What follows belongs to an exercise in optimizing a design on an open flow for small area, a short achievable clock period and few clock cycles per item; a production flow would make more cautious choices.
RTL that was checked went through simulation tests only; none was proved equivalent to the original.
Function not checked in runs 3 to 6: the RTL went through the layout flow alone.
No activity file was given, so power comes from the tool's default toggle rates.

[flow/run.sh]
#!/bin/bash
# The standard layout, with every port buffered by a buf_2 instead of the
# buffer_ports default.
set -euo pipefail
export BUFFER_PORTS_ARGS="-buffer_cell sky130_fd_sc_hd__buf_2"
bash standard.sh > standard.log 2>&1
[standard.sh]
#!/bin/bash
# synth_recipe.tcl (not shown) runs the flow's synth.tcl, then flattens the netlist and writes it again
# the make line also repeats each setting of config.mk as NAME=value (left out here)
make -C /OpenROAD-flow-scripts/flow DESIGN_CONFIG=/design/flow/config.mk WORK_HOME=/design/flow/orfs CLKGATE_MAP_FILE= SYNTH_SCRIPT=/design/flow/synth_recipe.tcl "${@:-finish}"
[config.mk]
export PLATFORM = sky130hd
export DESIGN_NAME = pwm_minp
export DESIGN_NICKNAME = pwm_minp
export VERILOG_FILES = /design/flow/design.v
export SDC_FILE = /design/flow/constraint.sdc
export NUM_CORES = 4
export LEC_CHECK = 0
export ABC_AREA = 1
export CAP_MARGIN = 50
export CORE_MARGIN = 2
export CORE_UTILIZATION = 40
export SLEW_MARGIN = 70
[constraint.sdc]
create_clock -name core_clock -period 26.0 [get_ports {clk}]
set_input_delay 5.2000 -clock core_clock [delete_from_list [all_inputs] [get_ports {clk}]]
set_output_delay 5.2000 -clock core_clock [all_outputs]
set_load 0.01 [all_outputs]
[design.v]
module pwm_minp (
    input  wire        clk,
    input  wire        rst,
    input  wire        in_valid,
    output wire        in_ready,
    input  wire [18:0] in_per,
    input  wire [13:0] in_dly_r,
    input  wire [13:0] in_dly_f,
    input  wire [10:0] in_duty_max,
    input  wire        in_clamp,
    input  wire        in_clear,
    input  wire [7:0]  in_ls,
    input  wire [75:0] in_h,
    input  wire [3:0]  in_centre,
    output reg         out_valid,
    output reg  [7:0]  out_ls,
    output reg  [75:0] out_on,
    output reg  [75:0] out_off,
    output reg  [3:0]  out_drop,
    output reg  [3:0]  out_raise
);
    assign in_ready = 1'b1;
    reg        s0_valid;
    reg [18:0] s0_per;
    reg [13:0] s0_dly_r, s0_dly_f;
    reg [10:0] s0_duty_max;
    reg        s0_clamp, s0_clear;
    reg [7:0]  s0_ls;
    reg [75:0] s0_h;
    reg [3:0]  s0_centre;
    always @(posedge clk) begin
        s0_valid    <= in_valid & ~rst;
        s0_per      <= in_per;
        s0_dly_r    <= in_dly_r;
        s0_dly_f    <= in_dly_f;
        s0_duty_max <= in_duty_max;
        s0_clamp    <= in_clamp;
        s0_clear    <= in_clear;
        s0_ls       <= in_ls;
        s0_h        <= in_h;
        s0_centre   <= in_centre;
    end
    wire [28:0] duty_prod = s0_duty_max[9:0] * s0_per;
    wire [14:0] thr_h0    = 15'd2000 + s0_dly_r;
    wire [14:0] thr_l0    = 15'd2000 + s0_dly_f;
    wire [18:0] pmt0      = s0_per - thr_l0;
    reg        s1_valid;
    reg [18:0] s1_per, s1_max_h, s1_pmt;
    reg [14:0] s1_thr_h;
    reg        s1_full, s1_clamp;
    reg [7:0]  s1_ls;
    reg [75:0] s1_h;
    reg [3:0]  s1_centre;
    always @(posedge clk) begin
        s1_valid  <= s0_valid & ~rst;
        s1_per    <= s0_per;
        s1_max_h  <= duty_prod[28:10] | (s0_duty_max[10] ? s0_per : 19'd0);
        s1_pmt    <= pmt0;
        s1_thr_h  <= thr_h0;
        s1_full   <= s0_duty_max[10];
        s1_clamp  <= s0_clamp;
        s1_ls     <= s0_ls;
        s1_h      <= s0_h;
        s1_centre <= s0_centre;
    end
    reg [18:0] cv [0:3];         
    reg [3:0]  cf_low;           
    reg [18:0] per_c;            
    reg rst_q;
    always @(posedge clk) rst_q <= rst;
    always @(posedge clk)
        if (s1_valid) per_c <= s1_per;
    wire c_zero = rst_q | (s0_valid & s0_clear);
    reg        s2_valid;
    reg [18:0] s2_per;
    reg [7:0]  s2_ls;
    reg [75:0] s2_h;
    reg [3:0]  s2_centre, s2_drop, s2_raise;
    genvar l;
    generate
        for (l = 0; l < 4; l = l + 1) begin : g_leg
            wire [18:0] h   = s1_h[19*l +: 19];
            wire        sw  = (s1_ls[2*l +: 2] == 2'd0);
            wire [18:0] v   = cv[l];
            wire        f   = cf_low[l];
            wire r_nz    = |h;
            wire r_sh    = r_nz & (h[18:15] == 4'd0) & (h[14:0] < s1_thr_h);
            wire r_isper = (h == s1_per);
            wire r_sl    = (h > s1_pmt) & ~r_isper;
            wire [19:0] x0 = {1'b0, h};
            wire [19:0] x1 = {1'b0, v};
            wire [19:0] x2 = f ? {1'b1, ~per_c} : 20'd0;
            wire [19:0] cs_s = x0 ^ x1 ^ x2;
            wire [19:0] cs_c = (x0 & x1) | (x0 & x2) | (x1 & x2);
            wire [19:0] hc;
            add_bk #(20) u_hc (.a(cs_s), .b({cs_c[18:0], f}), .ci(1'b0), .s(hc), .co());
            wire neg  = hc[19];
            wire over = ~neg & (hc[18:0] > s1_max_h);
            wire nz_c    = ~neg & (|hc[18:0]);
            wire sh_c    = nz_c & (hc[18:15] == 4'd0) & (hc[14:0] < s1_thr_h);
            wire isper_c = ~neg & (hc[18:0] == s1_per);
            wire sl_c    = ~neg & (hc[18:0] > s1_pmt) & ~isper_c;
            wire nz    = over ? r_nz    : nz_c;
            wire sh    = over ? r_sh    : sh_c;
            wire isper = over ? r_isper : isper_c;
            wire sl    = over ? r_sl    : sl_c;
            wire cf    = s1_clamp | over;
            wire dropH  = sh & ~cf;
            wire raiseH = sh & cf;
            wire dropL  = sl & ~cf & s1_full;
            wire raiseL = sl & ~(~cf & s1_full);
            wire [18:0] h1 = over ? h : (neg ? 19'd0 : hc[18:0]);
            wire [18:0] h3 = raiseH ? {4'd0, s1_thr_h} : raiseL ? s1_pmt : h1;
            wire isLow  = ~nz | dropH;
            wire isHigh = isper | dropL;
            always @(posedge clk) begin
                if (c_zero) begin
                    cv[l]     <= 19'd0;
                    cf_low[l] <= 1'b0;
                end else if (s1_valid) begin
                    cv[l]     <= (sw & (dropH | dropL)) ? hc[18:0] : 19'd0;
                    cf_low[l] <= sw & dropL;
                end
            end
            always @(posedge clk) begin
                s2_h[19*l +: 19] <= h3;
                s2_ls[2*l +: 2]  <= ~sw ? s1_ls[2*l +: 2] : isLow ? 2'd1 : isHigh ? 2'd2 : 2'd0;
                s2_drop[l]       <= sw & (dropH | dropL);
                s2_raise[l]      <= sw & (raiseH | raiseL);
            end
        end
    endgenerate
    always @(posedge clk) begin
        s2_valid  <= s1_valid & ~rst;
        s2_per    <= s1_per;
        s2_centre <= s1_centre;
    end
    wire [19:0] per1 = {1'b0, s2_per} + 20'd1;
    generate
        for (l = 0; l < 4; l = l + 1) begin : g_place
            wire [18:0] h3  = s2_h[19*l +: 19];
            wire [1:0]  ls  = s2_ls[2*l +: 2];
            wire [19:0] a   = s2_centre[l] ? per1 : {s2_per, 1'b0};
            wire [19:0] b   = s2_centre[l] ? per1 : 20'd0;
            wire [19:0] son, sof;
            add_bk #(20) u_on  (.a(a), .b({1'b1, ~h3}), .ci(1'b1), .s(son), .co());
            add_bk #(20) u_off (.a(b), .b({1'b0, h3}),  .ci(1'b0), .s(sof), .co());
            always @(posedge clk) begin
                out_ls[2*l +: 2]    <= ls;
                out_on[19*l +: 19]  <= (ls == 2'd0) ? son[19:1] : 19'd0;
                out_off[19*l +: 19] <= (ls == 2'd0) ? sof[19:1] : (ls == 2'd2) ? s2_per : 19'd0;
            end
        end
    endgenerate
    always @(posedge clk) begin
        out_valid <= s2_valid & ~rst;
        out_drop  <= s2_drop;
        out_raise <= s2_raise;
    end
endmodule
module add_bk #(parameter W = 20) (
    input  wire [W-1:0] a,
    input  wire [W-1:0] b,
    input  wire         ci,
    output wire [W-1:0] s,
    output wire         co
);
    localparam LG = (W <= 2) ? 1 : (W <= 4) ? 2 : (W <= 8) ? 3 : (W <= 16) ? 4 : (W <= 32) ? 5 : 6;
    reg [W-1:0] g, p;
    reg [W:0]   c;
    integer i, d;
    wire [W-1:0] p0 = a ^ b;
    wire [W-1:0] g0 = a & b;
    always @* begin
        g = g0;
        p = p0;
        g[0] = g[0] | (p[0] & ci);
        for (d = 1; d < (1 << LG); d = d * 2)
            for (i = 2*d - 1; i < W; i = i + 2*d) begin
                g[i] = g[i] | (p[i] & g[i-d]);
                p[i] = p[i] & p[i-d];
            end
        for (d = (1 << (LG - 1)) / 2; d >= 1; d = d / 2)
            for (i = 3*d - 1; i < W; i = i + 2*d) begin
                g[i] = g[i] | (p[i] & g[i-d]);
                p[i] = p[i] & p[i-d];
            end
        c[0] = ci;
        for (i = 0; i < W; i = i + 1) c[i+1] = g[i];
    end
    assign s  = p0 ^ c[W-1:0];
    assign co = c[W];
endmodule
==> reports/summary.txt, run 1 <==
Synth Cell Area: 50,200 µm²
Internal reg-to-reg setup slack: 19.33 ns
PnR worst setup slack: 19.33 ns
Static leakage: 29.1 nW
M2 GR Usage: 50.1%
CP delay by family, top: simple AND/OR/NAND/NOR gates
GRT overflow: 0
Drt wl/cell: 25.3 µm
Synth cell types: 53
CP Class: register to register
Max-slew violations: 0
Seq cells post-synth: 697
I/O pin cnt: 321
Initial antenna violation count: 6
Tmin final: 6.67 ns
Ratio of total power to cell area: 93.4 nW/µm²
Power Total: 5.35 mW
Clock Tree Buf Depth: 3
Routed Antenna Nets: 0
Post-place setup slack: 19.51 ns
Synth Net Count: 7,427
EDFF count, synth: 19
Port bufs: 319
CP startpoint kind: register
Endpoints failing hold: 0
Total Routing Usage GR: 32.4%
Setup_tns: 0 ns
RD Place Congestion: 1.06
Num CTS Buffers: 80
Design area: 57,300 µm²
Primary FF master, synth: dfxtp_1
Fin util: 46.2%
Max-Cap Viols: 0
Rel. slew slack: 66.5%
Initial core utilization: 40.4%
Post-CTS Hold Buffers: 0
Sequential area share after synthesis: 28.2%
Crit path buffers/inverters: 6
Clock slew seen by the registers of the worst setup and hold paths: 0.06 ns
Period utilisation layout: 25.7%
Die area: 128,000 µm²
Unrepaired setup endpoints after global routing: no
Most Used Layer, Global Route: met2
Global-route wire length before repair: 301,000 µm
Clk root buf: clkbuf_16
Worst-Skew Late Latency: 0.76 ns
Ys Warns: 3
Clk sinks: 697
Row count: 129
Layout cells sized above 1: 12.7%
Post-CTS setup buffer count: 0
Synth Area per Inst: 7.94 µm²
Met1 Usage GRT: 42.0%
Pin count of the biggest net entering global routing: 50
Post-CTS Resized: 0
Placed cell count: 8,174
Required @ worst endpoint: 26.65 ns
FMAX: 0.150 GHz
Via Count: 45,500
Setup violators final: 0
Die outline width: 358 µm
Commonest non-fill, non-tap cells in the layout: 1,317 x nand2_1, 900 x inv_1, 628 x ha_1
Grt met3 use: 6.41%
CP max stage cell: fa_1
Worst min path class: register to register
Ys async rst share: 0%
Final hold slack: 0.322 ns
Fin nets: 7,729
Worst VDD drop: 0.0618 mV
Crit path max fanout: 28
DRT Wirelength: 210,000 µm
H-tree depth: 3
Clock Skew: 0.0560 ns
HPWL Detailed: 163,000 µm
CP peak stage delay: 0.74 ns
Most common cell after layout, fill and taps aside: nand2_1
Core area: 124,000 µm²
CP dominant cell by count: nor2_1
CTS tree: yes
Iteration-0 DRC Markers: 4,893
CP Data Arrival Time: 7.32 ns
Area Growth Syn to Fin: 14.2%
CP Capture Type: register
Gate Count Post-Synth: 6,318
Vias in the first global route: 44,200
Vias/cell: 5.47
# DRC: 0
Post-Place Cell Area: 54,300 µm²
Least-Margin Pin Slew: 0.502 ns
Die Y: 358 µm
Status: finished clean
Non-Filler Instances: 8,322
Detailed-router iteration count before antenna repair: 6
[logic make-up after synthesis]
| kind of cell | count (synthesis) | synth area share (%) |
|---|---|---|
| and+or+nand+nor | 2395 | 20.0 |
| buffers and inverters | 1179 | 9.13 |
| adders and majority gates | 958 | 28.8 |
| AOI/OAI and AO/OA | 864 | 9.92 |
| DFF | 697 | 28.2 |
| xor gates and xnor gates | 224 | 3.94 |
| other | 1 | 0.00747 |
[cells in the mapped netlist (all sizes together) (10+ instances only)]
cell type  number  share of area, %
a21oi         361               3.6
or2            11              0.14
a31o           14              0.24
xnor2         142               2.5
clkinv         11             0.082
nor3           49              0.51
xor2           82               1.5
inv           981               7.3
nand4         104               1.3
dfxtp         678                27
clkbuf        108              0.81
nor2          465               3.5
fa            330                13
nand2        1350                10
o22ai          57              0.71
ha            628                16
a21o           37              0.55
nand3         389               3.9
o21bai         73               1.1
buf            79              0.90
nor4           15              0.19
a22oi          18              0.27
a221oi         18              0.31
a31oi          17              0.21
a211oi         10              0.15
o21ai         228               2.3
edfxtp         19               1.1
[flip-flops by register name (all words and copies together) (netlist names), 11 cells and up]
register and cells:
s2_per 19, out_off 76, s1_h 76, s2_h 76
s0_dly_r 14, cv 76, s1_pmt 19, s0_dly_f 14
s0_per 19, s1_per 19, s0_duty_max 11, s1_thr_h 15
s0_h 76, s1_max_h 19, per_c 19, out_on 76
[power breakdown]
part | leakage [nW] | switching (mW) | internal (mW)
registers | 5.84 | 0.206 | 1.28
logic | 21.9 | 1.70 | 0.945
clock network | 1.37 | 0.523 | 0.703
total | 29.1 | 2.43 | 2.92
[metal layers]
layer	up-vias	wire length, µm
li1	21000	-
met1	21700	85200
met2	2240	90500
met3	603	19300
met4	2	15300
met5	-	14
[worst paths after layout]
| check | start | to | cells past startpoint |
|---|---|---|---|
| worst max-delay path | per_c[0] | s2_h[66] | 34 |
| worst min-delay path | s0_h[43] | s1_h[43] | 0 |
| worst max register to register | per_c[0] | s2_h[66] | 34 |
| worst min register to register | s0_h[43] | s1_h[43] | 0 |
[cell type report]
class,instances,area (µm²)
diodes,2,5.00
clock buffers,98,2170
clock inverters,47,696
fillers,12300,66800
inverters,992,3780
multi-input cells,4442,32000
flip-flops and latches,697,14300
well taps,1637,2050
repair buffers,407,2310
Testbench counts, summed over its fixed seeds: cycles 32,032, items 32,000.
==> inputs of run 2 (changes only) <==
==> flow/run.sh (replaced) <==
#!/bin/bash
# The standard layout, with every port buffered by a buf_2 instead of the
# buffer_ports default, and timing repair aiming at 19.5 ns of setup slack.
set -euo pipefail
export BUFFER_PORTS_ARGS="-buffer_cell sky130_fd_sc_hd__buf_2"
export SETUP_SLACK_MARGIN=19.5
bash standard.sh > standard.log 2>&1
==> run 2 against run 1 <==
- global-route usage unchanged
- area after synthesis stayed put
- total power increased by 0.59%
- utilization up 0.24 points
- synthesized cell count unchanged
- clock power barely moved
- cell area up 0.52%
- flip-flop and latch count is the same
- non-clock buffer count rose by 10
- register-to-register slack gained 0.56 ns
==> reports/summary.txt, run 2 <==
Status: finished clean (unchanged)
Synth Area in Simple Gates: 20.0% (unchanged)
Iteration-0 DRC Markers: 4,788 (was 4,893)
FMAX: 0.154 GHz (was 0.150 GHz)
Max-Cap Viols: 0 (unchanged)
Layout cells sized above 1: 13.1% (was 12.7%)
Post-CTS Hold Buffers: 0 (unchanged)
Fraction of the mapped netlist area in adder cells: 28.8% (unchanged)
Synth Area in XOR/XNOR: 3.94% (unchanged)
Int Power: 2.94 mW (was 2.92 mW)
Max-slew violations: 0 (unchanged)
Worst min path class: register to register (unchanged)
Pin count of the biggest net entering global routing: 50 (unchanged)
Ratio of total power to cell area: 93.4 nW/µm² (about the same)
Crit path max fanout: 1 (was 28)
CP Data Arrival Time: 1.28 ns (was 7.32 ns)
Most common cell after layout, fill and taps aside: nand2_1 (unchanged)
EDFF count, synth: 19 (unchanged)
Clock Skew: 0.0586 ns (was 0.0560 ns)
Unrepaired setup endpoints after global routing: yes (was no)
Die area: 128,000 µm² (unchanged)
Sequential area share after synthesis: 28.2% (unchanged)
Rel. slew slack: 65.8% (was 66.5%)
HPWL Detailed: 163,000 µm (unchanged)
Critical path endpoint: out_raise[1] (was s2_h[66])
Gate Count Post-Synth: 6,318 (unchanged)
Primary FF master, synth: dfxtp_1 (unchanged)
Setup violators final: 0 (unchanged)
RD Place Congestion: 1.06 (unchanged)
CP peak stage delay: 0.41 ns (was 0.74 ns)
CP startpoint kind: register (unchanged)
Drt wl/cell: 25.4 µm (was 25.3 µm)
Switching share of power: 45.4% (about the same)
Endpoints failing hold: 0 (unchanged)
CP Capture Type: output pin (was register)
I/O pin cnt: 321 (unchanged)
Cell taking the most area after synthesis: dfxtp_1 (unchanged)
Ys Warns: 3 (unchanged)
Required @ worst endpoint: 20.80 ns (was 26.65 ns)
Setup_tns: 0 ns (unchanged)
CP max stage cell: dfxtp_1 (was fa_1)
Mux cell area share after synthesis: 0% (unchanged)
CP Class: register to output pin (was register to register)
Compound-gate portion of the synthesized area: 9.92% (unchanged)
GRT overflow: 0 (unchanged)
WP depth: 1 (was 34)
Crit path buffers/inverters: 1 (was 6)
Die outline width: 358 µm (unchanged)
Detailed-router iteration count before antenna repair: 9 (was 6)
Net Switching: 2.44 mW (was 2.43 mW)
CP delay by family, top: flip-flops (was simple AND/OR/NAND/NOR gates)
Vias/cell: 5.50 (was 5.47)
Vias in the first global route: 44,200 (unchanged)
R2R cell count: 33 (was 34)
Via Count: 45,800 (was 45,500)
Share of the synthesized area in the top cell type: 27.0% (unchanged)
Num CTS Buffers: 80 (unchanged)
Least-Margin Pin Slew: 0.513 ns (was 0.502 ns)
# DRC: 0 (unchanged)
Clk root buf: clkbuf_16 (unchanged)
Crit path cell chain: buf_2
Clock slew seen by the registers of the worst setup and hold paths: 0.06 ns (about the same)
Clock Tree Buf Depth: 3 (unchanged)
PnR worst setup slack: 19.52 ns (was 19.33 ns)
Worst-Skew Late Latency: 0.76 ns (about the same)
Row count: 129 (unchanged)
Worst R2R End: cv[2][17] (was s2_h[66])
Largest family of logic cells by synthesized area: adder cells (unchanged)
Synth cell types: 53 (unchanged)
Fillers: 12,300 (about the same)
Fin nets: 7,743 (was 7,729)
Initial core utilization: 40.4% (unchanged)
DRT Wirelength: 211,000 µm (was 210,000 µm)
Static leakage: 29.2 nW (was 29.1 nW)
Die Y: 358 µm (unchanged)
Internal reg-to-reg setup slack: 19.89 ns (was 19.33 ns)
Synth top area cells: dfxtp_1 27%, ha_1 16%, fa_1 13%, nand2_1 10%, inv_1 7.2% (unchanged)
Cell with the most instances after synthesis: nand2_1 (unchanged)
Post-synth top cells: 1,334 x nand2_1, 968 x inv_1, 678 x dfxtp_1, 628 x ha_1, 460 x nor2_1 (unchanged)
Synth Cell Area: 50,200 µm² (unchanged)
Period utilisation layout: 24.9% (was 25.7%)
Core area: 124,000 µm² (unchanged)
Global-route wire length before repair: 301,000 µm (unchanged)
Area Growth Syn to Fin: 14.8% (was 14.2%)
Flop pwr share: 27.5% (was 27.7%)
Combinational share of power: 49.7% (was 49.4%)
Routed Antenna Nets: 0 (unchanged)
CTS tree: yes (unchanged)
Tmin final: 6.48 ns (was 6.67 ns)
Total Routing Usage GR: 32.4% (unchanged)
H-tree depth: 3 (unchanged)
Clk sinks: 697 (unchanged)
Fin util: 46.4% (was 46.2%)
Seq cells post-synth: 697 (unchanged)
Worst VDD drop: 0.0617 mV (was 0.0618 mV)
Synth Net Count: 7,427 (unchanged)
Crit path from: out_raise[1] (was per_c[0])
Post-place setup slack: 19.51 ns (unchanged)
Clock Power Share: 22.8% (was 22.9%)
Commonest non-fill, non-tap cells in the layout: 1,316 x nand2_1, 895 x inv_1, 628 x ha_1 (was 1,317 x nand2_1, 900 x inv_1, 628 x ha_1)
Worst R2R Start: per_c[0] (unchanged)
Initial antenna violation count: 6 (unchanged)
Ys async rst share: 0% (unchanged)
Port bufs: 319 (unchanged)
Synth Area per Inst: 7.94 µm² (unchanged)
run 2: changes by cell type in the layout (fill, tap and decap cells not counted), sizes merged:
| cell | before | now |
|---|---|---|
| clkinvlp | 7 | 9 |
| clkinv | 28 | 29 |
| nand3 | 389 | 391 |
| buf | 406 | 416 |
| diode | 2 | 1 |
| nand2 | 1350 | 1352 |
| inv | 995 | 992 |
run 2: cells by family (layout without fill, tap and decap cells):
logic type,count (synthesis),count (layout)
flip-flops,697,697
other,1,2
AO/OA/AOI/OAI,864,864
adder cells (fa/ha/maj),958,958
buffers and inverters,1179,1554
XOR/XNOR,224,224
AND/OR/NAND/NOR,2395,2399
run 2: stage by stage:
| step | cell area [µm²] | std cells | hold WS [ns] | power (mW) |
|---|---|---|---|---|
| 6_report | 57600 | 8335 | 0.322 | 5.38 |
| 2_1_floorplan | 50200 | 6318 | 0.310 | 3.14 |
| 3_3_place_gp | 53400 | 8147 | 0.312 | 4.01 |
| 4_1_cts | 57200 | 8319 | 0.324 | 5.32 |
| 3_5_place_dp | 54300 | 8174 | 0.312 | 4.08 |
| 5_1_grt | 57600 | 8335 | 0.330 | 5.76 |
run 2: what timing repair did:
action | 4_1_cts | 5_1_grt
endpoints found under the setup margin | 2 | 166
pin swaps | 0 | 7
buffers inserted | 0 | 10
resized for setup | 2 | 50
gates cloned | 0 | 4
run 2: power groups by stage:
stage,clock network [mW],registers [mW],logic (mW)
final,1.23,1.48,2.67
after detailed placement,0,1.50,2.57
after floorplan,0,1.42,1.72
after CTS,1.25,1.48,2.59
after global placement,0,1.50,2.51
after global routing,1.29,1.49,2.97
run 2: cell type report:
cell class | count | area, µm² | share of cell area [%]
Multi-Input combinational cell | 4446 | 32100 | 55.8
Sequential cell | 697 | 14300 | 24.9
Inverter | 992 | 3800 | 6.61
Timing Repair Buffer | 417 | 2400 | 4.17
Clock buffer | 98 | 2170 | 3.77
Tap cell | 1637 | 2050 | 3.56
Clock inverter | 47 | 696 | 1.21
Antenna cell | 1 | 2.50 | 0.00434
run 2: worst min-delay path by stage:
stage / depth (start not counted) / to / startpoint / slack [ns]
2_1_floorplan: 0 / out_drop[0] / s2_drop[0] / 0.31
3_3_place_gp: 0 / out_drop[1] / s2_drop[1] / 0.31
3_5_place_dp: 0 / s1_thr_h[3] / s0_dly_r[3] / 0.31
4_1_cts: 0 / s1_h[59] / s0_h[59] / 0.32
5_1_grt: 0 / s1_h[35] / s0_h[35] / 0.33
6_report: 0 / s1_h[43] / s0_h[43] / 0.32
run 2: layer usage:
layer / wire length [µm] / track usage, % / up-vias
met5: 14 / 0 / -
met4: 15700 / 19.6 / 2
met3: 19500 / 6.41 / 644
met2: 90500 / 50.1 / 2365
met1: 85600 / 42.0 / 21800
li1: - / - / 21000
==> inputs of run 3 (changes only) <==
--- a/design.v
+++ b/design.v
@@ -62,3 +62,3 @@
         s1_ls     <= s0_ls;
-        s1_h      <= s0_h;
+        s1_h      <= s0_valid ? s0_h : 76'd0;
         s1_centre <= s0_centre;
@@ -66,2 +66,3 @@
     reg [18:0] cv [0:3];         
+    reg [3:0]  cnz;              
     reg [3:0]  cf_low;           
@@ -83,4 +84,4 @@
             wire        sw  = (s1_ls[2*l +: 2] == 2'd0);
-            wire [18:0] v   = cv[l];
-            wire        f   = cf_low[l];
+            wire [18:0] v   = cnz[l] ? cv[l] : 19'd0;
+            wire        f   = s1_valid & cf_low[l];
             wire r_nz    = |h;
@@ -117,8 +118,9 @@
                 if (c_zero) begin
-                    cv[l]     <= 19'd0;
+                    cnz[l]    <= 1'b0;
                     cf_low[l] <= 1'b0;
                 end else if (s1_valid) begin
-                    cv[l]     <= (sw & (dropH | dropL)) ? hc[18:0] : 19'd0;
+                    cnz[l]    <= sw & (dropH | dropL);
                     cf_low[l] <= sw & dropL;
                 end
+                cv[l] <= hc[18:0];
             end
==> run 3 against run 2 <==
- sequential power fell by 4%
- critical path depth did not move
- die area rose by 2.3%
- total power fell by 4.7%
- clock skew fell by 0.012 ns
- cell count rose by 5.1%
- hold slack barely moved
- count of clock-buffer cells in the layout rose by 8
- combinational power fell by 7.5%
- wire length rose by 0.98%
- critical endpoint is now out_drop[3]
- largest cell class unchanged
- largest power group unchanged
==> reports/summary.txt, run 3 <==
Commonest non-fill, non-tap cells in the layout: 1,742 x nand2_1, 999 x inv_1, 628 x ha_1 (was 1,316 x nand2_1, 895 x inv_1, 628 x ha_1)
Core area: 128,000 µm² (was 124,000 µm²)
Clock Skew: 0.0465 ns (was 0.0586 ns)
H-tree depth: 3 (unchanged)
Ys Warns: 3 (unchanged)
# DRC: 0 (unchanged)
Layout cells sized above 1: 12.8% (was 13.1%)
Gate Count Post-Synth: 6,698 (was 6,318)
RD Place Congestion: 1.01 (was 1.06)
Crit path cell chain: buf_2 (unchanged)
Rel. slew slack: 64.7% (was 65.8%)
CP delay by family, top: flip-flops (unchanged)
Vias in the first global route: 44,600 (was 44,200)
Fin util: 46.3% (was 46.4%)
Global-route wire length before repair: 304,000 µm (was 301,000 µm)
Status: finished clean (unchanged)
Routed Antenna Nets: 0 (unchanged)
CP startpoint kind: register (unchanged)
Detailed-router iteration count before antenna repair: 7 (was 9)
R2R cell count: 30 (was 33)
WP depth: 1 (unchanged)
Setup violators final: 0 (unchanged)
Die outline width: 362 µm (was 358 µm)
Area Growth Syn to Fin: 15.0% (was 14.8%)
Clk root buf: clkbuf_16 (unchanged)
Synth cell types: 60 (was 53)
Synth Cell Area: 51,300 µm² (was 50,200 µm²)
Port bufs: 319 (unchanged)
Cell taking the most area after synthesis: dfxtp_1 (unchanged)
Clock slew seen by the registers of the worst setup and hold paths: 0.06 ns (about the same)
Hold path cells: 0 (unchanged)
Primary FF master, synth: dfxtp_1 (unchanged)
CP Class: register to output pin (unchanged)
Seq cells post-synth: 701 (was 697)
HPWL Detailed: 162,000 µm (was 163,000 µm)
Tmin final: 6.42 ns (was 6.48 ns)
Worst VDD drop: 0.0634 mV (was 0.0617 mV)
Iteration-0 DRC Markers: 4,743 (was 4,788)
Max-slew violations: 0 (unchanged)
Fin nets: 8,128 (was 7,743)
Crit path max fanout: 1 (unchanged)
Most common cell after layout, fill and taps aside: nand2_1 (unchanged)
Internal reg-to-reg setup slack: 19.80 ns (was 19.89 ns)
Required @ worst endpoint: 20.80 ns (about the same)
Drt wl/cell: 24.4 µm (was 25.4 µm)
CP Capture Type: output pin (unchanged)
Via Count: 46,600 (was 45,800)
Max-Cap Viols: 0 (unchanged)
Synth Area per Inst: 7.67 µm² (was 7.94 µm²)
FMAX: 0.156 GHz (was 0.154 GHz)
Unrepaired setup endpoints after global routing: no (was yes)
PnR worst setup slack: 19.58 ns (was 19.52 ns)
DRT Wirelength: 213,000 µm (was 211,000 µm)
Sequential area share after synthesis: 27.7% (was 28.2%)
CP Data Arrival Time: 1.22 ns (was 1.28 ns)
Pin count of the biggest net entering global routing: 46 (was 50)
Synth Net Count: 7,807 (was 7,427)
I/O pin cnt: 321 (unchanged)
Period utilisation layout: 24.7% (was 24.9%)
Synth top area cells: dfxtp_1 27%, ha_1 15%, fa_1 13%, nand2_1 13%, inv_1 7.9% (was dfxtp_1 27%, ha_1 16%, fa_1 13%, nand2_1 10%, inv_1 7.2%)
Static leakage: 32.1 nW (was 29.2 nW)
Initial core utilization: 40.3% (was 40.4%)
Post-place setup slack: 18.90 ns (was 19.51 ns)
Post-synth top cells: 1,756 x nand2_1, 1,077 x inv_1, 682 x dfxtp_1, 628 x ha_1, 535 x nor2_1 (was 1,334 x nand2_1, 968 x inv_1, 678 x dfxtp_1, 628 x ha_1, 460 x nor2_1)
CP max stage cell: dfxtp_2 (was dfxtp_1)
Ys async rst share: 0% (unchanged)
Ratio of total power to cell area: 86.9 nW/µm² (was 93.4 nW/µm²)
Num CTS Buffers: 82 (was 80)
Total Routing Usage GR: 32.0% (was 32.4%)
Clock Tree Buf Depth: 3 (unchanged)
Worst min path class: register to register (unchanged)
Die Y: 362 µm (was 358 µm)
Share of the synthesized area in the top cell type: 26.6% (was 27.0%)
EDFF count, synth: 19 (unchanged)
Cell with the most instances after synthesis: nand2_1 (unchanged)
GRT overflow: 0 (unchanged)
Vias/cell: 5.32 (was 5.50)
Initial antenna violation count: 6 (unchanged)
Setup_tns: 0 ns (unchanged)
CTS tree: yes (unchanged)
Endpoints failing hold: 0 (unchanged)
Row count: 131 (was 129)
Least-Margin Pin Slew: 0.526 ns (was 0.513 ns)
Crit path buffers/inverters: 1 (unchanged)
Die area: 131,000 µm² (was 128,000 µm²)
CP peak stage delay: 0.36 ns (was 0.41 ns)
Worst-Skew Late Latency: 0.74 ns (was 0.76 ns)
Clk sinks: 701 (was 697)
[run 3: stage by stage]
stage          cell area [µm²]  instances  hold WS [ns]  power, mW
5_1_grt                  59000       8749         0.331       5.49
6_report                 59000       8756         0.322       5.13
3_5_place_dp             55500       8566         0.312       3.81
4_1_cts                  58500       8726         0.323       5.08
2_1_floorplan            51300       6698         0.310       2.99
3_3_place_gp             54600       8550         0.312       3.76
[run 3: layout make-up]
| class | count | area, µm² |
|---|---|---|
| Timing Repair Buffer | 408 | 2360 |
| Inverter | 1103 | 4250 |
| Multi-Input combinational cell | 4723 | 33000 |
| Antenna cell | 7 | 17.5 |
| Clock buffer | 106 | 2280 |
| Clock inverter | 46 | 613 |
| Sequential cell | 701 | 14400 |
| Tap cell | 1662 | 2080 |
| Fill cell | 12900 | 68500 |
[run 3: timing repair]
| item | CTS | global route |
|---|---|---|
| endpoints found under the hold margin | 0 | 0 |
| endpoints found under the setup margin | 91 | 97 |
| gates resized for setup | 26 | 54 |
| gates cloned | 4 | 9 |
| buffers inserted | 4 | 14 |
| pin swaps | 6 | 12 |
| hold buffers | 0 | 0 |
[run 3: worst register-to-register path, delay by kind of cell, from the launching register on]
kind	cells	cell delay (ns)
buffers and inverters	7	0.82
AOI/OAI and AO/OA	4	1.04
and+or+nand+nor	14	1.76
DFF	1	0.46
adders and majority gates	5	2.02
[run 3: path summary, 6_finish.rpt]
check | start | to
worst min-delay path | s2_raise[3] | out_raise[3]
worst min register to register | s2_raise[3] | out_raise[3]
worst max register to register | s1_valid | s2_h[39]
worst max-delay path | out_drop[3] | out_drop[3]
[run 3: layer usage]
layer / wire length [µm] / up-vias / GRT usage (%)
met1: 87600 / 21800 / 41.4
met2: 89800 / 2275 / 49.0
met4: 16500 / 6 / 19.9
met3: 19500 / 650 / 6.51
li1: - / 21800 / -
met5: 40 / - / 0
[run 3: power by group]
part	total, mW	switching (mW)	internal [mW]
clock network	1.24	0.524	0.713
logic	2.47	1.60	0.870
registers	1.42	0.152	1.27
[run 3: logic make-up after synthesis]
kind of cell,count (synthesis),synth area share [%]
xor+xnor,183,3.14
simple gates,2792,22.5
flops,701,27.7
compound gates,776,8.73
other cells,1,0.00730
buf+inv,1287,9.76
fa+ha+maj,958,28.2
==> inputs of run 4 (changes only) <==
==> flow/run.sh (replaced) <==
#!/bin/bash
# The standard layout, with every port buffered by a buf_2 instead of the
# buffer_ports default.
set -euo pipefail
export BUFFER_PORTS_ARGS="-buffer_cell sky130_fd_sc_hd__buf_2"
bash standard.sh > standard.log 2>&1
==> run 4 against run 3 <==
- still clean on timing, DRC and antenna
- total power decreased by 0.85%
- synthesized cell count unchanged
- area after synthesis unchanged
- cell count decreased by 0.39%
- setup slack got worse by 0.99 ns
==> reports/summary.txt, run 4 <==
Clock Power Share: 24.3% (was 24.1%)
DRT Wirelength: 211,000 µm (was 213,000 µm)
Share of the synthesized area in the top cell type: 26.6% (unchanged)
Power Total: 5.08 mW (was 5.13 mW)
Iteration-0 DRC Markers: 4,419 (was 4,743)
Core area: 128,000 µm² (unchanged)
Gate Count Post-Synth: 6,698 (unchanged)
Clk sinks: 701 (unchanged)
Int Power: 2.83 mW (was 2.85 mW)
Post-Place Cell Area: 55,500 µm² (unchanged)
Commonest non-fill, non-tap cells in the layout: 1,749 x nand2_1, 1,003 x inv_1, 628 x ha_1 (was 1,742 x nand2_1, 999 x inv_1, 628 x ha_1)
Post-synth top cells: 1,756 x nand2_1, 1,077 x inv_1, 682 x dfxtp_1, 628 x ha_1, 535 x nor2_1 (unchanged)
Synth top area cells: dfxtp_1 27%, ha_1 15%, fa_1 13%, nand2_1 13%, inv_1 7.9% (unchanged)
Crit path max fanout: 45 (was 1)
Die Y: 362 µm (unchanged)
Primary FF master, synth: dfxtp_1 (unchanged)
Synth Area per Inst: 7.67 µm² (unchanged)
Static leakage: 31.9 nW (was 32.1 nW)
Routed Antenna Nets: 0 (unchanged)
Met1 Usage GRT: 41.4% (about the same)
Crit path buffers/inverters: 8 (was 1)
Grt met3 use: 6.33% (was 6.51%)
Clk root buf: clkbuf_16 (unchanged)
Vias in the first global route: 44,500 (was 44,600)
Num CTS Buffers: 82 (unchanged)
Worst min path class: register to register (unchanged)
Synth Cell Area: 51,300 µm² (unchanged)
Unrepaired setup endpoints after global routing: no (unchanged)
Vias/cell: 5.29 (was 5.32)
Max-slew violations: 0 (unchanged)
Ys Warns: 3 (unchanged)
Row count: 131 (unchanged)
Required @ worst endpoint: 26.60 ns (was 20.80 ns)
Tmin final: 7.41 ns (was 6.42 ns)
H-tree depth: 3 (unchanged)
Combinational share of power: 47.7% (was 48.2%)
CP delay by family, top: simple AND/OR/NAND/NOR gates (was flip-flops)
Sequential area share after synthesis: 27.7% (unchanged)
Cell with the most instances after synthesis: nand2_1 (unchanged)
CP peak stage delay: 0.52 ns (was 0.36 ns)
Fin nets: 8,097 (was 8,128)
Pin count of the biggest net entering global routing: 46 (unchanged)
Clock Skew: 0.0431 ns (was 0.0465 ns)
Net Switching: 2.25 mW (was 2.27 mW)
Synth Net Count: 7,807 (unchanged)
CP Class: register to register (was register to output pin)
Post-CTS Resized: 0 (was 26)
CTS tree: yes (unchanged)
Via Count: 46,200 (was 46,600)
Port bufs: 319 (unchanged)
Cell taking the most area after synthesis: dfxtp_1 (unchanged)
Fillers: 12,900 (about the same)
Global-route wire length before repair: 303,000 µm (was 304,000 µm)
Setup_tns: 0 ns (unchanged)
Period utilisation layout: 28.5% (was 24.7%)
Design area: 58,400 µm² (was 59,000 µm²)
Hold path cells: 0 (unchanged)
Setup violators final: 0 (unchanged)
Most Used Layer, Global Route: met2 (unchanged)
M2 GR Usage: 48.5% (was 49.0%)
CP dominant cell by count: nand2_1
Seq cells post-synth: 701 (unchanged)
I/O pin cnt: 321 (unchanged)
Worst-Skew Late Latency: 0.74 ns (about the same)
Ys async rst share: 0% (unchanged)
Endpoints failing hold: 0 (unchanged)
EDFF count, synth: 19 (unchanged)
Least-Margin Pin Slew: 0.504 ns (was 0.526 ns)
CP startpoint kind: register (unchanged)
CP max stage cell: fa_1 (was dfxtp_2)
Total Routing Usage GR: 31.9% (was 32.0%)
GRT overflow: 0 (unchanged)
Clock slew seen by the registers of the worst setup and hold paths: 0.06 ns (about the same)
WP depth: 32 (was 1)
Rel. slew slack: 66.4% (was 64.7%)
RD Place Congestion: 1.01 (unchanged)
Ratio of total power to cell area: 87.0 nW/µm² (was 86.9 nW/µm²)
R2R cell count: 32 (was 30)
Drt wl/cell: 24.2 µm (was 24.4 µm)
Flop pwr share: 28.0% (was 27.7%)
Post-CTS setup buffer count: 0 (was 4)
Status: finished clean (unchanged)
Post-CTS Hold Buffers: 0 (unchanged)
Initial antenna violation count: 4 (was 6)
Clock Tree Buf Depth: 3 (unchanged)
FMAX: 0.135 GHz (was 0.156 GHz)
Die area: 131,000 µm² (unchanged)
Area Growth Syn to Fin: 13.8% (was 15.0%)
Most common cell after layout, fill and taps aside: nand2_1 (unchanged)
Detailed-router iteration count before antenna repair: 7 (unchanged)
HPWL Detailed: 162,000 µm (unchanged)
CP Data Arrival Time: 8.01 ns (was 1.22 ns)
CP Capture Type: register (was output pin)
Layout cells sized above 1: 11.8% (was 12.8%)
# DRC: 0 (unchanged)
Switching share of power: 44.2% (was 44.4%)
Worst VDD drop: 0.0638 mV (was 0.0634 mV)
Synth cell types: 60 (unchanged)
Initial core utilization: 40.3% (unchanged)
Die outline width: 362 µm (unchanged)
Max-Cap Viols: 0 (unchanged)
-- run 4: cell counts after synthesis --
No cell type changed its count.
-- run 4: power by group through the flow --
stage / registers [mW] / clock network (mW) / logic (mW)
4_1_cts: 1.42 / 1.26 / 2.38
2_1_floorplan: 1.40 / 0 / 1.59
6_report: 1.42 / 1.24 / 2.43
3_3_place_gp: 1.44 / 0 / 2.32
5_1_grt: 1.44 / 1.30 / 2.71
3_5_place_dp: 1.44 / 0 / 2.37
-- run 4: metrics by stage --
step / setup WS, ns / cells / hold slack, ns / utilization [%]
finish: 18.59 / 8722 / 0.322 / 45.8
detailed placement: 18.90 / 8566 / 0.312 / 43.5
floorplan: 20.38 / 6698 / 0.310 / -
global route: 18.16 / 8718 / 0.331 / 45.8
global placement: 17.96 / 8550 / 0.312 / 42.8
CTS: 18.86 / 8718 / 0.323 / 45.8
-- run 4: cells by family after synthesis --
group                      after synthesis  share of synthesized area [%]
buffers and inverters                 1287                           9.76
other                                    1                        0.00730
DFF                                    701                           27.7
and+or+nand+nor                       2792                           22.5
xor gates and xnor gates               183                           3.14
AOI/OAI and AO/OA                      776                           8.73
adders and majority gates              958                           28.2
-- run 4: layout make-up --
type | count | area (µm²) | area share [%]
Antenna cell | 4 | 10.0 | 0.0171
Clock buffer | 106 | 2280 | 3.91
Clock inverter | 46 | 613 | 1.05
Inverter | 1103 | 4220 | 7.22
Multi-Input combinational cell | 4710 | 32600 | 55.9
Sequential cell | 701 | 14400 | 24.6
Tap cell | 1662 | 2080 | 3.56
Timing Repair Buffer | 390 | 2200 | 3.77
-- run 4: worst reg2reg max path: cells and delay by family, from the launching register on --
kind | cells | cell delay [ns]
adder cells (fa/ha/maj) | 5 | 1.67
buffers and inverters | 8 | 1.50
AND/OR/NAND/NOR | 15 | 2.39
flip-flops | 1 | 0.51
AO/OA/AOI/OAI | 4 | 1.22
-- run 4: metal layers --
metal	vias up	part of all wire, %
met5	-	0.012
met4	4	7.6
met3	591	8.7
met2	2190	42
met1	21600	41
li1	21700	-
-- run 4: worst paths after layout --
check | startpoint | slack, ns | endpoint
worst max-delay path | s1_valid | 18.59 | s2_h[65]
worst max register to register | s1_valid | 18.59 | s2_h[65]
worst min-delay path | s2_raise[3] | 0.32 | out_raise[3]
worst min register to register | s2_raise[3] | 0.32 | out_raise[3]
==> inputs of run 5 (changes only) <==
--- a/design.v
+++ b/design.v
@@ -68,2 +68,3 @@
     reg [3:0]  cf_low;           
+    reg [3:0]  cf_use;           
     reg [18:0] per_c;            
@@ -85,3 +86,3 @@
             wire [18:0] v   = cnz[l] ? cv[l] : 19'd0;
-            wire        f   = s1_valid & cf_low[l];
+            wire        f   = cf_use[l];
             wire r_nz    = |h;
@@ -124,2 +125,3 @@
                 end
+                cf_use[l] <= ~c_zero & s0_valid & ~rst & (s1_valid ? sw & dropL : cf_low[l]);
                 cv[l] <= hc[18:0];
==> flow/run.sh (replaced) <==
#!/bin/bash
# The standard layout, with every port buffered by a buf_2 instead of the
# buffer_ports default, and timing repair aiming at 20.5 ns of setup slack.
set -euo pipefail
export BUFFER_PORTS_ARGS="-buffer_cell sky130_fd_sc_hd__buf_2"
export SETUP_SLACK_MARGIN=20.5
bash standard.sh > standard.log 2>&1
==> run 5 against run 4 <==
- global-route usage is 1.2 points higher
- utilization is 3.0 points higher
- area after synthesis decreased by 1.4%
- critical endpoint is now out_on[2]
- still clean
- critical path depth fell by 31
- sequential power rose by 5%
- critical path type is now register to output pin
- highest routed layer unchanged
- cell count is 1.3% lower
==> reports/summary.txt, run 5 <==
Status: finished clean (unchanged)
Period utilisation layout: 24.5% (was 28.5%)
Primary FF master, synth: dfxtp_1 (unchanged)
Synth Cell Area: 50,600 µm² (was 51,300 µm²)
Num CTS Buffers: 83 (was 82)
Vias in the first global route: 45,200 (was 44,500)
Setup_tns: 0 ns (unchanged)
CP Class: register to output pin (was register to register)
Die area: 129,000 µm² (was 131,000 µm²)
Cell taking the most area after synthesis: dfxtp_1 (unchanged)
Cell with the most instances after synthesis: nand2_1 (unchanged)
CP max stage cell: dfxtp_2 (was fa_1)
Register area: 14,700 µm² (was 14,400 µm²)
Total Routing Usage GR: 33.0% (was 31.9%)
Detailed-router iteration count before antenna repair: 6 (was 7)
Met1 Usage GRT: 41.7% (was 41.4%)
Fraction of the mapped netlist area in adder cells: 28.6% (was 28.2%)
Worst-Skew Late Latency: 0.73 ns (was 0.74 ns)
Most Used Layer, Global Route: met2 (unchanged)
Unrepaired setup endpoints after global routing: yes (was no)
Clk root buf: clkbuf_16 (unchanged)
Largest family of logic cells by synthesized area: adder cells (unchanged)
Max-slew violations: 0 (unchanged)
Sequential area share after synthesis: 28.2% (was 27.7%)
Die Y: 360 µm (was 362 µm)
Endpoints failing hold: 0 (unchanged)
Crit path cell chain: buf_6
RD Place Congestion: 1.04 (was 1.01)
Worst VDD drop: 0.0708 mV (was 0.0638 mV)
Initial antenna violation count: 14 (was 4)
Crit path buffers/inverters: 1 (was 8)
Vias/cell: 5.45 (was 5.29)
Synth top area cells: dfxtp_1 27%, ha_1 16%, fa_1 13%, nand2_1 11%, inv_1 7.4% (was dfxtp_1 27%, ha_1 15%, fa_1 13%, nand2_1 13%, inv_1 7.9%)
Post-synth top cells: 1,521 x nand2_1, 1,002 x inv_1, 686 x dfxtp_1, 628 x ha_1, 503 x nor2_1 (was 1,756 x nand2_1, 1,077 x inv_1, 682 x dfxtp_1, 628 x ha_1, 535 x nor2_1)
Drt wl/cell: 25.4 µm (was 24.2 µm)
Via Count: 46,900 (was 46,200)
EDFF count, synth: 19 (unchanged)
Placed cell count: 8,333 (was 8,566)
Ratio of total power to cell area: 86.2 nW/µm² (was 87.0 nW/µm²)
Row count: 130 (was 131)
Layout cells sized above 1: 18.7% (was 11.8%)
Synth Area per Inst: 7.85 µm² (was 7.67 µm²)
Fillers: 12,200 (was 12,900)
DRT Wirelength: 219,000 µm (was 211,000 µm)
Post-CTS Hold Buffers: 0 (unchanged)
Synth Net Count: 7,558 (was 7,807)
Mux cell area share after synthesis: 0% (unchanged)
M2 GR Usage: 51.3% (was 48.5%)
Synth cell types: 55 (was 60)
Most common cell after layout, fill and taps aside: nand2_1 (unchanged)
Gate Count Post-Synth: 6,449 (was 6,698)
CP Capture Type: output pin (was register)
Non-Filler Instances: 8,607 (was 8,722)
Seq cells post-synth: 705 (was 701)
CP delay by family, top: flip-flops (was simple AND/OR/NAND/NOR gates)
GRT overflow: 0 (unchanged)
Fin nets: 7,987 (was 8,097)
Synth Area in Simple Gates: 20.9% (was 22.5%)
Die outline width: 360 µm (was 362 µm)
Clock Tree Buf Depth: 3 (unchanged)
Compound-gate portion of the synthesized area: 9.12% (was 8.73%)
CTS tree: yes (unchanged)
Core area: 126,000 µm² (was 128,000 µm²)
Clk sinks: 705 (was 701)
Clock Skew: 0.0588 ns (was 0.0431 ns)
CP peak stage delay: 0.33 ns (was 0.52 ns)
Least-Margin Pin Slew: 0.592 ns (was 0.504 ns)
Port bufs: 319 (unchanged)
Pin count of the biggest net entering global routing: 48 (was 46)
CP Data Arrival Time: 1.17 ns (was 8.01 ns)
Setup violators final: 0 (unchanged)
Worst min path class: register to register (unchanged)
Multi-input gate area: 33,500 µm² (was 32,600 µm²)
Static leakage: 32.0 nW (was 31.9 nW)
H-tree depth: 3 (unchanged)
FMAX: 0.157 GHz (was 0.135 GHz)
Ys async rst share: 0% (unchanged)
Global-route wire length before repair: 310,000 µm (was 303,000 µm)
Max-Cap Viols: 0 (unchanged)
Clock slew seen by the registers of the worst setup and hold paths: 0.06 ns (about the same)
Initial core utilization: 40.3% (about the same)
Post-place setup slack: 19.12 ns (was 18.90 ns)
Commonest non-fill, non-tap cells in the layout: 1,479 x nand2_1, 901 x inv_1, 619 x ha_1 (was 1,749 x nand2_1, 1,003 x inv_1, 628 x ha_1)
# DRC: 0 (unchanged)
Required @ worst endpoint: 20.80 ns (was 26.60 ns)
I/O pin cnt: 321 (unchanged)
HPWL Detailed: 164,000 µm (was 162,000 µm)
Rel. slew slack: 60.5% (was 66.4%)
Synth Area in XOR/XNOR: 4.04% (was 3.14%)
Crit path max fanout: 1 (was 45)
Share of the synthesized area in the top cell type: 27.1% (was 26.6%)
Area Growth Syn to Fin: 21.0% (was 13.8%)
Iteration-0 DRC Markers: 4,843 (was 4,419)
PnR worst setup slack: 19.63 ns (was 18.59 ns)
Routed Antenna Nets: 0 (unchanged)
Ys Warns: 3 (unchanged)
Grt met3 use: 7.82% (was 6.33%)
CP startpoint kind: register (unchanged)
Tmin final: 6.37 ns (was 7.41 ns)
run 5: cell types whose count changed after synthesis, moves of 9 or more:
| cell | delta |
|---|---|
| nand2_1 | -235 |
| o21ai_0 | -13 |
| buf_6 | -10 |
| xor2_1 | +34 |
| buf_4 | +9 |
| a21oi_1 | +33 |
| nand4_1 | +17 |
| o21ai_1 | -11 |
| buf_2 | -12 |
| xnor2_1 | +14 |
| inv_1 | -75 |
| nor2_1 | -32 |
run 5: worst paths after layout:
| check | startpoint | end | slack (ns) | cells after the start |
|---|---|---|---|---|
| worst min register to register | s0_ls[1] | s1_ls[1] | 0.32 | 0 |
| worst min-delay path | s0_ls[1] | s1_ls[1] | 0.32 | 0 |
| worst max register to register | per_c[6] | s2_h[66] | 20.60 | 28 |
| worst max-delay path | out_on[2] | out_on[2] | 19.63 | 1 |
run 5: area by class of cell:
class | instances | share of cell area, %
flip-flops and latches | 705 | 24.0
clock inverters | 44 | 0.837
multi-input cells | 4566 | 54.6
repair buffers | 487 | 6.80
repair inverters | 1 | 0.0143
clock buffers | 111 | 3.81
well taps | 1650 | 3.37
diodes | 9 | 0.0367
inverters | 1034 | 6.52
run 5: layer usage:
| layer | part of all wire (%) | up-vias |
|---|---|---|
| li1 | - | 21500 |
| met1 | 39 | 22300 |
| met2 | 44 | 2504 |
| met3 | 10 | 643 |
| met4 | 7.2 | 12 |
| met5 | 0.035 | - |
run 5: cell families after synthesis:
logic type | after synthesis
AOI/OAI and AO/OA | 800
xor gates and xnor gates | 232
adders and majority gates | 958
buffers and inverters | 1206
DFF | 705
other | 1
and+or+nand+nor | 2547
run 5: what timing repair did:
action | 4_1_cts | 5_1_grt
resized for setup | 348 | 176
pin swaps | 36 | 68
endpoints found under the hold margin | 0 | 0
setup endpoints to repair | 273 | 273
cloned | 15 | 15
buffers inserted | 37 | 42
run 5: per-stage QoR:
stage	hold slack [ns]	cell area (µm²)	total power, mW	util, %
floorplan	0.310	50900	2.95	-
global placement	0.311	54300	3.75	43.2
detailed placement	0.312	55100	3.81	43.9
CTS	0.324	60200	5.19	47.9
global route	0.328	61300	5.62	48.8
finish	0.320	61300	5.28	48.8
run 5: power breakdown:
part / leakage (nW) / internal (mW) / switching [mW] / total, mW
Clock: 1.39 / 0.703 / 0.520 / 1.22
Combinational: 24.6 / 0.965 / 1.60 / 2.57
Sequential: 5.97 / 1.28 / 0.208 / 1.49
==> inputs of run 6 (changes only) <==
--- a/design.v
+++ b/design.v
@@ -68,3 +68,2 @@
     reg [3:0]  cf_low;           
-    reg [3:0]  cf_use;           
     reg [18:0] per_c;            
@@ -86,25 +85,23 @@
             wire [18:0] v   = cnz[l] ? cv[l] : 19'd0;
-            wire        f   = cf_use[l];
-            wire r_nz    = |h;
-            wire r_sh    = r_nz & (h[18:15] == 4'd0) & (h[14:0] < s1_thr_h);
-            wire r_isper = (h == s1_per);
-            wire r_sl    = (h > s1_pmt) & ~r_isper;
-            wire [19:0] x0 = {1'b0, h};
-            wire [19:0] x1 = {1'b0, v};
-            wire [19:0] x2 = f ? {1'b1, ~per_c} : 20'd0;
-            wire [19:0] cs_s = x0 ^ x1 ^ x2;
-            wire [19:0] cs_c = (x0 & x1) | (x0 & x2) | (x1 & x2);
+            wire        f   = s1_valid & cf_low[l];
+            wire [20:0] x0 = {2'b00, h};
+            wire [20:0] x1 = {2'b00, v};
+            wire [20:0] x2 = f ? {2'b11, ~per_c} : 21'd0;
+            wire [20:0] s1 = x0 ^ x1 ^ x2;
+            wire [20:0] c1 = {(x0[19:0] & x1[19:0]) | (x0[19:0] & x2[19:0]) | (x1[19:0] & x2[19:0]), f};
             wire [19:0] hc;
-            add_bk #(20) u_hc (.a(cs_s), .b({cs_c[18:0], f}), .ci(1'b0), .s(hc), .co());
-            wire neg  = hc[19];
-            wire over = ~neg & (hc[18:0] > s1_max_h);
-            wire nz_c    = ~neg & (|hc[18:0]);
-            wire sh_c    = nz_c & (hc[18:15] == 4'd0) & (hc[14:0] < s1_thr_h);
-            wire isper_c = ~neg & (hc[18:0] == s1_per);
-            wire sl_c    = ~neg & (hc[18:0] > s1_pmt) & ~isper_c;
-            wire nz    = over ? r_nz    : nz_c;
-            wire sh    = over ? r_sh    : sh_c;
-            wire isper = over ? r_isper : isper_c;
-            wire sl    = over ? r_sl    : sl_c;
-            wire cf    = s1_clamp | over;
+            add_bk #(20) u_hc (.a(s1[19:0]), .b(c1[19:0]), .ci(1'b0), .s(hc), .co());
+            wire neg = hc[19];
+            wire [20:0] x3 = {2'b11, ~s1_max_h};
+            wire [20:0] s2 = s1 ^ c1 ^ x3;
+            wire [20:0] c2 = {(s1[19:0] & c1[19:0]) | (s1[19:0] & x3[19:0]) | (c1[19:0] & x3[19:0]), 1'b0};
+            wire [20:0] d2;
+            add_bk #(21) u_ov (.a(s2), .b(c2), .ci(1'b0), .s(d2), .co());
+            wire over = ~d2[20];
+            wire [18:0] h1    = over ? h : (neg ? 19'd0 : hc[18:0]);
+            wire        nz    = |h1;
+            wire        sh    = nz & (h1[18:15] == 4'd0) & (h1[14:0] < s1_thr_h);
+            wire        isper = (h1 == s1_per);
+            wire        sl    = (h1 > s1_pmt) & ~isper;
+            wire        cf    = s1_clamp | over;
             wire dropH  = sh & ~cf;
@@ -113,3 +110,2 @@
             wire raiseL = sl & ~(~cf & s1_full);
-            wire [18:0] h1 = over ? h : (neg ? 19'd0 : hc[18:0]);
             wire [18:0] h3 = raiseH ? {4'd0, s1_thr_h} : raiseL ? s1_pmt : h1;
@@ -125,3 +121,2 @@
                 end
-                cf_use[l] <= ~c_zero & s0_valid & ~rst & (s1_valid ? sw & dropL : cf_low[l]);
                 cv[l] <= hc[18:0];
==> flow/run.sh (replaced) <==
#!/bin/bash
# The standard layout, with every port buffered by a buf_2 instead of the
# buffer_ports default.
set -euo pipefail
export BUFFER_PORTS_ARGS="-buffer_cell sky130_fd_sc_hd__buf_2"
bash standard.sh > standard.log 2>&1
==> run 6 against run 5 <==
- cell count shrank 8.1%
- synthesized cell count shrank 8.3%
- sequential share of layout area grew 2.1 points
- hold slack lost 0.0072 ns
- first-iteration DRC count shrank 19%
- sequential power is essentially flat
- count of clock-buffer cells in the layout shrank 1
- non-clock buffer count shrank 100
- still clean
- cell area shrank 10%
- area after synthesis shrank 5.3%
- maximum frequency shrank 27%
- global-route usage shrank 3.2 points
==> reports/summary.txt, run 6 <==
Status: finished clean (unchanged)
Seq cells post-synth: 701 (was 705)
Post-synth top cells: 1,287 x nand2_1, 1,136 x inv_1, 682 x dfxtp_1, 496 x ha_1, 402 x fa_1 (was 1,521 x nand2_1, 1,002 x inv_1, 686 x dfxtp_1, 628 x ha_1, 503 x nor2_1)
Die outline width: 350 µm (was 360 µm)
Setup violators final: 0 (unchanged)
H-tree depth: 3 (unchanged)
Cell taking the most area after synthesis: dfxtp_1 (unchanged)
Initial antenna violation count: 15 (was 14)
Unrepaired setup endpoints after global routing: no (was yes)
Die Y: 350 µm (was 360 µm)
Post-CTS setup buffer count: 0 (was 37)
Worst hold path startpoint: s0_ls[7] (was s0_ls[1])
CP startpoint kind: register (unchanged)
CP Class: register to register (was register to output pin)
Die area: 123,000 µm² (was 129,000 µm²)
Sequential area share after synthesis: 29.7% (was 28.2%)
CP Capture Type: register (was output pin)
Ys async rst share: 0% (unchanged)
Gate Count Post-Synth: 5,913 (was 6,449)
Internal reg-to-reg setup slack: 17.25 ns (was 20.60 ns)
Total Routing Usage GR: 29.9% (was 33.0%)
Iteration-0 DRC Markers: 3,929 (was 4,843)
CP dominant cell by count: nand2_1
Fin nets: 7,278 (was 7,987)
Vias in the first global route: 40,100 (was 45,200)
HPWL Detailed: 144,000 µm (was 164,000 µm)
Synth top area cells: dfxtp_1 28%, fa_1 17%, ha_1 13%, nand2_1 10%, inv_1 8.9% (was dfxtp_1 27%, ha_1 16%, fa_1 13%, nand2_1 11%, inv_1 7.4%)
CP delay by family, top: compound AO/OA/AOI/OAI gates (was flip-flops)
Static leakage: 29.5 nW (was 32.0 nW)
Crit path max fanout: 35 (was 1)
PnR worst setup slack: 17.25 ns (was 19.63 ns)
Crit path from: s1_valid (was out_on[2])
Cell with the most instances after synthesis: nand2_1 (unchanged)
Via Count: 41,200 (was 46,900)
Clock Skew: 0.0301 ns (was 0.0588 ns)
Clk root buf: clkbuf_16 (unchanged)
Synth Area per Inst: 8.11 µm² (was 7.85 µm²)
Drt wl/cell: 23.2 µm (was 25.4 µm)
Port bufs: 319 (unchanged)
Ys Warns: 4 (was 3)
Num CTS Buffers: 83 (unchanged)
Synth Cell Area: 47,900 µm² (was 50,600 µm²)
Combinational share of power: 45.8% (was 48.6%)
Synth cell types: 55 (unchanged)
Rel. slew slack: 64.3% (was 60.5%)
Setup_tns: 0 ns (unchanged)
Clock slew seen by the registers of the worst setup and hold paths: 0.07 ns (was 0.06 ns)
Power Total: 5.00 mW (was 5.28 mW)
Layout cells sized above 1: 12.6% (was 18.7%)
Crit path buffers/inverters: 11 (was 1)
DRT Wirelength: 184,000 µm (was 219,000 µm)
Vias/cell: 5.20 (was 5.45)
Net Switching: 2.15 mW (was 2.33 mW)
Routed Antenna Nets: 0 (unchanged)
Worst R2R Start: s1_valid (was per_c[6])
Max-slew violations: 0 (unchanged)
WP depth: 44 (was 1)
Switching share of power: 43.1% (was 44.2%)
CP peak stage delay: 0.55 ns (was 0.33 ns)
Post-CTS Resized: 0 (was 348)
RD Place Congestion: 1.02 (was 1.04)
CP Data Arrival Time: 9.32 ns (was 1.17 ns)
Share of the synthesized area in the top cell type: 28.5% (was 27.1%)
Global-route wire length before repair: 265,000 µm (was 310,000 µm)
Detailed-router iteration count before antenna repair: 8 (was 6)
CTS tree: yes (unchanged)
Clock Power Share: 24.7% (was 23.2%)
GRT overflow: 0 (unchanged)
R2R cell count: 44 (was 28)
Least-Margin Pin Slew: 0.535 ns (was 0.592 ns)
Fillers: 12,000 (was 12,200)
Worst VDD drop: 0.0591 mV (was 0.0708 mV)
Worst min path class: register to register (unchanged)
Required @ worst endpoint: 26.57 ns (was 20.80 ns)
Most common cell after layout, fill and taps aside: nand2_1 (unchanged)
EDFF count, synth: 19 (unchanged)
Int Power: 2.84 mW (was 2.95 mW)
Post-CTS Hold Buffers: 0 (unchanged)
Critical path endpoint: s2_h[65] (was out_on[2])
I/O pin cnt: 321 (unchanged)
CP max stage cell: fa_1 (was dfxtp_2)
Pin count of the biggest net entering global routing: 48 (unchanged)
Post-place setup slack: 17.40 ns (was 19.12 ns)
Clk sinks: 701 (was 705)
Core area: 119,000 µm² (was 126,000 µm²)
Final hold slack: 0.313 ns (was 0.320 ns)
Area Growth Syn to Fin: 14.5% (was 21.0%)
# DRC: 0 (unchanged)
Initial core utilization: 40.1% (was 40.3%)
Commonest non-fill, non-tap cells in the layout: 1,274 x nand2_1, 1,068 x inv_1, 637 x dfxtp_1 (was 1,479 x nand2_1, 901 x inv_1, 619 x ha_1)
Tmin final: 8.75 ns (was 6.37 ns)
Worst-Skew Late Latency: 0.72 ns (was 0.73 ns)
Row count: 127 (was 130)
FMAX: 0.114 GHz (was 0.157 GHz)
Endpoints failing hold: 0 (unchanged)
Flop pwr share: 29.4% (was 28.2%)
Period utilisation layout: 33.7% (was 24.5%)
Synth Net Count: 6,962 (was 7,558)
Primary FF master, synth: dfxtp_1 (unchanged)
Worst R2R End: s2_h[65] (was s2_h[66])
Clock Tree Buf Depth: 3 (unchanged)
Ratio of total power to cell area: 91.0 nW/µm² (was 86.2 nW/µm²)
Max-Cap Viols: 0 (unchanged)
-- run 6: power by group through the flow --
stage | clock network [mW] | logic (mW) | registers (mW)
floorplan | 0 | 1.50 | 1.44
global placement | 0 | 2.21 | 1.48
detailed placement | 0 | 2.26 | 1.49
CTS | 1.26 | 2.28 | 1.47
global route | 1.30 | 2.58 | 1.48
finish | 1.24 | 2.29 | 1.47
-- run 6: routing by layer --
layer | vias up | wire length (µm) | track usage (%)
met1 | 19800 | 77500 | 39.8
met5 | - | 13 | 0
met3 | 405 | 15200 | 5.27
met4 | 2 | 9080 | 13.6
met2 | 1779 | 82100 | 47.2
li1 | 19200 | - | -
-- run 6: logic make-up (layout without fill, tap and decap cells) --
group / after synthesis / count (layout) / synth area share [%]
simple gates: 2194 / 2194 / 19.3
buf+inv: 1318 / 1700 / 10.7
fa+ha+maj: 898 / 898 / 29.7
flops: 701 / 701 / 29.7
compound gates: 666 / 666 / 8.12
xor+xnor: 135 / 135 / 2.47
other cells: 1 / 4 / 0.00782
-- run 6: cell type report --
type	count	area (µm²)	share of cell area, %
flip-flops and latches	701	14300	26.1
clock buffers	110	2410	4.40
repair buffers	387	2150	3.91
well taps	1612	2020	3.67
diodes	3	7.51	0.0137
inverters	1162	4430	8.07
multi-input cells	3894	29100	53.0
clock inverters	41	489	0.891
-- run 6: how the worst min path moves through the flow --
stage | endpoint | slack [ns] | cells past startpoint
floorplan | out_drop[0] | 0.31 | 0
global placement | s2_centre[2] | 0.31 | 0
detailed placement | s1_thr_h[1] | 0.31 | 0
CTS | s1_ls[7] | 0.31 | 0
global route | s1_ls[7] | 0.31 | 0
finish | s1_ls[7] | 0.31 | 0
-- run 6: stage by stage --
step           std cells  utilization [%]  instance area [µm²]
6_report            7910             46.0                54900
5_1_grt             7907             46.0                54900
4_1_cts             7904             45.9                54800
3_5_place_dp        7753             43.4                51900
3_3_place_gp        7742             42.9                51200
2_1_floorplan       5913                -                47900

[what the ideal ports hide]
The results above use ideal ports. As a check the final layouts listed here were re-extracted and re-timed, cells and wires unchanged. Step 1 assumes that a clkbuf_16 drives the clock port and a buf_2 every other input. Step 2 moves the port delays by t, midway between the first and last clock arrival at a register: inputs arrive t later, outputs are due t later. That takes back most of the time a late clock gives input paths. Slacks: no drivers / after step 1 / after step 2; pairs: no drivers / after step 1.
run	t (ns)	slack for setup (ns)	worst data-port slew with drivers (ns)
run 1	0.810	19.327 / 19.327 / 19.327	0.05
run 2	0.809	19.518 / 19.438 / 19.895	0.05
run 3	0.794	19.578 / 19.501 / 19.796	0.10
run 4	0.797	18.590 / 18.590 / 18.590	0.10
run 5	0.781	19.626 / 19.551 / 19.830	0.06
run 6	0.784	17.248 / 17.248 / 17.248	0.07
After both steps every run listed still meets setup and hold.
